This design comes from an exercise in tuning for small area and a short achievable clock period on the open sky130 flow, not from production work. Where RTL was checked, it was by simulation tests only, not by an equivalence proof against the original. Power and IR drop assume default switching activity.

## v19
## ce_dalu
module ce_dalu (
    input  wire        clk,
    input  wire        rst,          
    input  wire        ins_valid,    
    input  wire [31:0] ins,          
    input  wire [2:0]  rd_sel,       
    output wire [15:0] rd_data,
    output wire [39:0] acc,          
    output wire [4:0]  flags         
);
Size in the first run: about 3100 cells after synthesis, ~99 I/O pins.
clock: 20.0 ns
lec_check: 0
abc_area: 1
cap_margin: 20
core_margin: 2
core_utilization: 45
cts_buf_list: sky130_fd_sc_hd__clkbuf_8
cts_cluster_diameter: 60
cts_cluster_size: 15
slew_margin: 20
standard.sh (not shown) runs the stock make flow with config.mk's settings and CLKGATE_MAP_FILE= SYNTH_SCRIPT=/design/flow/synth_recipe.tcl, a recipe that flattens the netlist after the stock synthesis.
==> flow/flow/run.sh <==
#!/bin/bash
# Standard layout, with these changes:
#  - synthesis: the standard synthesis script, sourcing a copy of ORFS's
#    synth.tcl whose only change is the ABC script (flow/abc.script);
#  - after synthesis, fapol2.py picks a polarity for every full adder so
#    that the netlist needs fewer inverters; the result is kept only if ABC
#    proves it equivalent to the synthesized netlist;
#  - plain buffers (not delay cells) on the ports;
#  - the resizer's timing repair asked for more setup slack than the
#    standard flow.
set -euo pipefail
W=$PWD
F=$W/flow
sed 's#^  log_cmd abc {\*}$abc_args$#  log_cmd abc -script '"$F"'/abc.script {*}[lrange $abc_args 2 end]#' \
    "$FLOW_HOME/scripts/synth.tcl" > "$W/synth_mine.tcl"
grep -q "abc.script" "$W/synth_mine.tcl"
sed 's#source $::env(SCRIPTS_DIR)/synth.tcl#source '"$W"'/synth_mine.tcl#' \
    "$W/synth_recipe.tcl" > "$W/synth_recipe_mine.tcl"
grep -q "synth_mine.tcl" "$W/synth_recipe_mine.tcl"
ARGS=(SYNTH_SCRIPT="$W/synth_recipe_mine.tcl"
      BUFFER_PORTS_ARGS="-buffer_cell sky130_fd_sc_hd__buf_2"
      SETUP_SLACK_MARGIN=10 TNS_END_PERCENT=0)
bash standard.sh "${ARGS[@]}" synth > make_synth.log 2>&1

# full-adder polarity clean-up, checked by ABC's combinational equivalence
R=$W/orfs/results/sky130hd/ce_dalu/base
LIB=$FLOW_HOME/platforms/sky130hd/lib/sky130_fd_sc_hd__tt_025C_1v80.lib
cp "$R/1_2_yosys.v" "$W/netlist_synth.v"
python3 "$F/fapol2.py" "$W/netlist_synth.v" "$W/netlist_fapol.v" > fapol.log 2>&1
for n in synth fapol; do
  cat > "$W/blif_$n.ys" <<EOY
read_liberty -ignore_miss_func $LIB
read_verilog $W/netlist_$n.v
hierarchy -top ce_dalu
flatten
opt_clean
techmap
opt -fast
dfflegalize -cell \$_DFF_P_ x
write_blif $W/netlist_$n.blif
EOY
  yosys -q -s "$W/blif_$n.ys" > "yosys_blif_$n.log" 2>&1
done
yosys-abc -c "cec $W/netlist_synth.blif $W/netlist_fapol.blif" > cec.log 2>&1 || true
if grep -q "Networks are equivalent" cec.log; then
  cp "$W/netlist_fapol.v" "$R/1_2_yosys.v"
  echo "fapol netlist used" >> fapol.log
else
  echo "fapol netlist NOT used" >> fapol.log
fi
bash standard.sh "${ARGS[@]}" finish > make.log 2>&1
Other scripts of this flow, unchanged in this note and not shown: flow/flow/abc.script, flow/flow/fapol2.py
v19 went all the way through the flow, and no timing, DRC or antenna check failed.
Modified inputs, v7 compared to v19
--- a/flow/design.v
+++ b/flow/design.v
@@ -199,22 +199,29 @@
     wire sel_d = i_lim & ~gt_ab & ~lt_da & ~gt_db;
     wire g_add = i_add | i_sub | i_addi | i_cmp | i_cmpi | i_neg | i_abs;
     wire [15:0] wd_m = ({16{sel_a}} & da) | ({16{sel_b}} & db) | ({16{sel_d}} & dd);
     wire [15:0] wd_x = ({16{i_rnd}} & r_rnd) |
                        ({16{i_and | i_or}} & a_g) |
                        ({16{i_or | i_xor}} & a_p) |
                        ({16{i_shl}} & r_shl) |
                        ({16{i_shr}} & r_shr);
     wire [15:0] wd   = ({16{g_add | i_ldi}} & r_add) | wd_m | wd_x;
-    wire        z_m  = (sel_a & (da == 16'd0)) | (sel_b & (db == 16'd0)) |
-                       (sel_d & (dd == 16'd0));
-    wire        wd_z = (g_add & z_add) | ((i_min | i_max | i_lim) & z_m) |
+    wire za = (da == 16'd0), zb = (db == 16'd0), zd = (dd == 16'd0);
+    wire sa = da[15], sb = db[15], sd = dd[15];
+    wire z_min = (za & ~sb) | (zb & ~sa);
+    wire z_max = (za & (sb | zb)) | (zb & (sa | za));
+    wire z_clp = (sa | za) & ~sb & (zd | (za & sd) | (zb & ~sd & ~zd));
+    wire z_lim = gt_ab ? zb : z_clp;
+    wire n_lim = sb | (~gt_ab & sa & sd);
+    wire        wd_z = (g_add & z_add) | (i_min & z_min) | (i_max & z_max) | (i_lim & z_lim) |
                        ((i_rnd | i_and | i_or | i_xor | i_shl | i_shr) & (wd_x == 16'd0));
+    wire        wd_n = (i_min & (sa | sb)) | (i_max & (sa & sb)) | (i_lim & n_lim) |
+                       (~(i_min | i_max | i_lim) & wd[15]);
     wire wr_d = i_ldi | i_mov | i_rnd | i_add | i_sub | i_addi | i_and | i_or |
                 i_xor | i_shl | i_shr | i_min | i_max | i_lim | i_neg | i_abs;
     wire [15:0] wdat = wd;
     wire        we   = ex & wr_d;
     always @(posedge clk) begin
         if (rst | (we & (fd == 3'd0))) d0 <= wdat;
         if (rst | (we & (fd == 3'd1))) d1 <= wdat;
         if (rst | (we & (fd == 3'd2))) d2 <= wdat;
         if (rst | (we & (fd == 3'd3))) d3 <= wdat;
@@ -243,19 +250,19 @@
             if (i_mts) begin
                 f_n <= dd[0]; f_z <= dd[1]; f_v <= dd[2]; f_c <= dd[3]; f_sat <= dd[4];
                 f_na <= 1'b0; f_za <= 1'b0; f_va <= 1'b0;
             end else if (g_acc) begin
                 f_na <= 1'b1; f_za <= 1'b1; f_va <= 1'b1; f_c <= 1'b0;
             end else if (sh_acc) begin
                 f_na <= 1'b1; f_za <= 1'b1; f_va <= 1'b0; f_c <= 1'b0;
                 f_v <= i_shla & shla_v;
             end else if (g_nz16) begin
-                f_n <= wd[15]; f_z <= wd_z; f_c <= c16;
+                f_n <= wd_n; f_z <= wd_z; f_c <= c16;
                 f_na <= 1'b0; f_za <= 1'b0;
                 if (v_upd16) begin
                     f_v <= v16; f_va <= 1'b0;
                 end
                 if (sat16) f_sat <= 1'b1;
             end
         end
     end
 endmodule
## What came out
v7 completed; timing, DRC and antenna clean
v7 — placement-stage cell area 84 um^2 lower, v19 as reference
v7 falls short of v19 in via count.
| minimum clock period | lower: v19 |
Via count of the first global-routing pass, v7 and v19, lower one = v19.
Reported for v7 and v19, number of DRC violations after detailed routing turned out identical to the last digit.
Compared with v19, v7 shows a higher wire length of the first global-routing pass.
On area inside the core boundary, v19 tracks v7 almost exactly.
In terms of buffer share of cell area, v19 and v7 differ only marginally.
v7 improves on v19 in cell area.
v7 reports a higher global-route met2 utilization than v19 does.
Summary: worst setup slack after placement, v7 better than v19
Route | v7 vs v19 | wire longer in v7
Only the layout flow was run in v7; the RTL was not checked for function there.

* * *

ce_dalu, a different RTL version from the one above (not shown whole).
For scale: ~3100 cells after synthesis, ~99 I/O pins, ~25000 um2 of cells after synthesis.
clock: 20.0 ns
lec_check: 0
abc_area: 1
cap_margin: 20
core_margin: 2
core_utilization: 45
cts_buf_list: sky130_fd_sc_hd__clkbuf_8
cts_cluster_diameter: 60
cts_cluster_size: 15
slew_margin: 20
Scripts as last shown in full above: flow/flow/run.sh
Other scripts of this flow, unchanged in this note and not shown: flow/flow/abc.script, flow/flow/fapol2.py
The first run completed with no timing, DRC or antenna violations.
Then changed:
--- a/flow/design.v
+++ b/flow/design.v
@@ -201,27 +201,37 @@
     wire sel_b = (i_min & ~lt_ab) | (i_max & lt_ab) | (i_lim & (gt_ab | (~lt_da & gt_db)));
     wire sel_d = i_lim & ~gt_ab & ~lt_da & ~gt_db;
     wire g_add = i_add | i_sub | i_addi | i_cmp | i_cmpi | i_neg | i_abs;
     wire [15:0] wd_m = ({16{sel_a}} & da) | ({16{sel_b}} & db) | ({16{sel_d}} & dd);
     wire [15:0] wd_x = ({16{i_rnd}} & r_rnd) |
                        ({16{i_and | i_or}} & a_g) |
                        ({16{i_or | i_xor}} & a_p) |
                        ({16{i_shl}} & r_shl) |
                        ({16{i_shr}} & r_shr);
     wire [15:0] wd   = ({16{g_add | i_ldi}} & r_add) | wd_m | wd_x;
     wire        z_m  = (sel_a & (da == 16'd0)) | (sel_b & (db == 16'd0)) |
                        (sel_d & (dd == 16'd0));
+    reg  [15:0] m_ge, m_le;                     
+    integer mj;
+    always @(*) begin
+        for (mj = 0; mj < 16; mj = mj + 1) begin
+            m_ge[mj] = (mj >= imm[3:0]);
+            m_le[mj] = (mj + imm[3:0] <= 15);
+        end
+    end
+    wire        z_shr = ((da & m_ge) == 16'd0);
+    wire        z_shl = ((da & m_le) == 16'd0) & (~s_i | (da == 16'd0));
     wire        wd_z = (g_add & z_add) | ((i_min | i_max | i_lim) & z_m) |
-                       (i_shl & (shl_raw == 16'd0) & (~s_i | (da == 16'd0))) |
-                       ((i_rnd | i_and | i_or | i_xor | i_shr) & (wd_x == 16'd0));
+                       (i_shr & z_shr) | (i_shl & z_shl) |
+                       ((i_rnd | i_and | i_or | i_xor) & (wd_x == 16'd0));
     wire wr_d = i_ldi | i_mov | i_rnd | i_add | i_sub | i_addi | i_and | i_or |
                 i_xor | i_shl | i_shr | i_min | i_max | i_lim | i_neg | i_abs;
     wire [15:0] wdat = wd;
     wire        we   = ex & wr_d;
     always @(posedge clk) begin
         if (rst | (we & (fd == 3'd0))) d0 <= wdat;
         if (rst | (we & (fd == 3'd1))) d1 <= wdat;
         if (rst | (we & (fd == 3'd2))) d2 <= wdat;
         if (rst | (we & (fd == 3'd3))) d3 <= wdat;
         if (rst | (we & (fd == 3'd4))) d4 <= wdat;
         if (rst | (we & (fd == 3'd5))) d5 <= wdat;
         if (rst | (we & (fd == 3'd6))) d6 <= wdat;
Outcome: The new run passed the timing, design-rule and antenna checks. Wire length rises by 1.4%. Clock skew falls by 0.058 ns. Count of clock-buffer cells in the layout stays the same. Global-route usage goes down by 0.40 points. Power decreases by 22%. Worst setup slack gains 0.15 ns. Final area goes up by 1.4%. Synthesized cell count rose by 4.2%. Non-clock buffer count shrinks by 26. Via count goes up by 2.2%. Cell count goes up by 2.5%. Die area goes up by 2.7%.
No functional check of the RTL was part of any run of this note.

## static timing again, ports no longer ideal
How much do the figures lean on ideal ports? The routed layouts below were timed once more, with nothing changed but the port constraints.
Step 1 assumes that a clkbuf_16 drives the clock port and a buf_2 every other input.
Step 2 moves the port delays by t, midway between the first and last clock arrival at a register: inputs arrive t later, outputs are due t later. That takes back most of the time a late clock gives input paths.
a / b / c = no drivers / after step 1 / after step 2; a / b = the first two.
run	t, ns	setup slack, ns	pins driven straight from the clock port
v19	0.648	10.026 / 9.968 / 9.492	1
v7	0.678	9.582 / 9.608 / 8.930	1
the first run of note 2	0.687	9.897 / 9.936 / 9.249	1
the second run of note 2	0.708	10.048 / 9.999 / 9.364	1
After both steps every run listed still meets setup and hold. The setup slack of the second run of note 2, which loses most, moves by -0.049 ns with the drivers and by -0.684 ns with both steps.
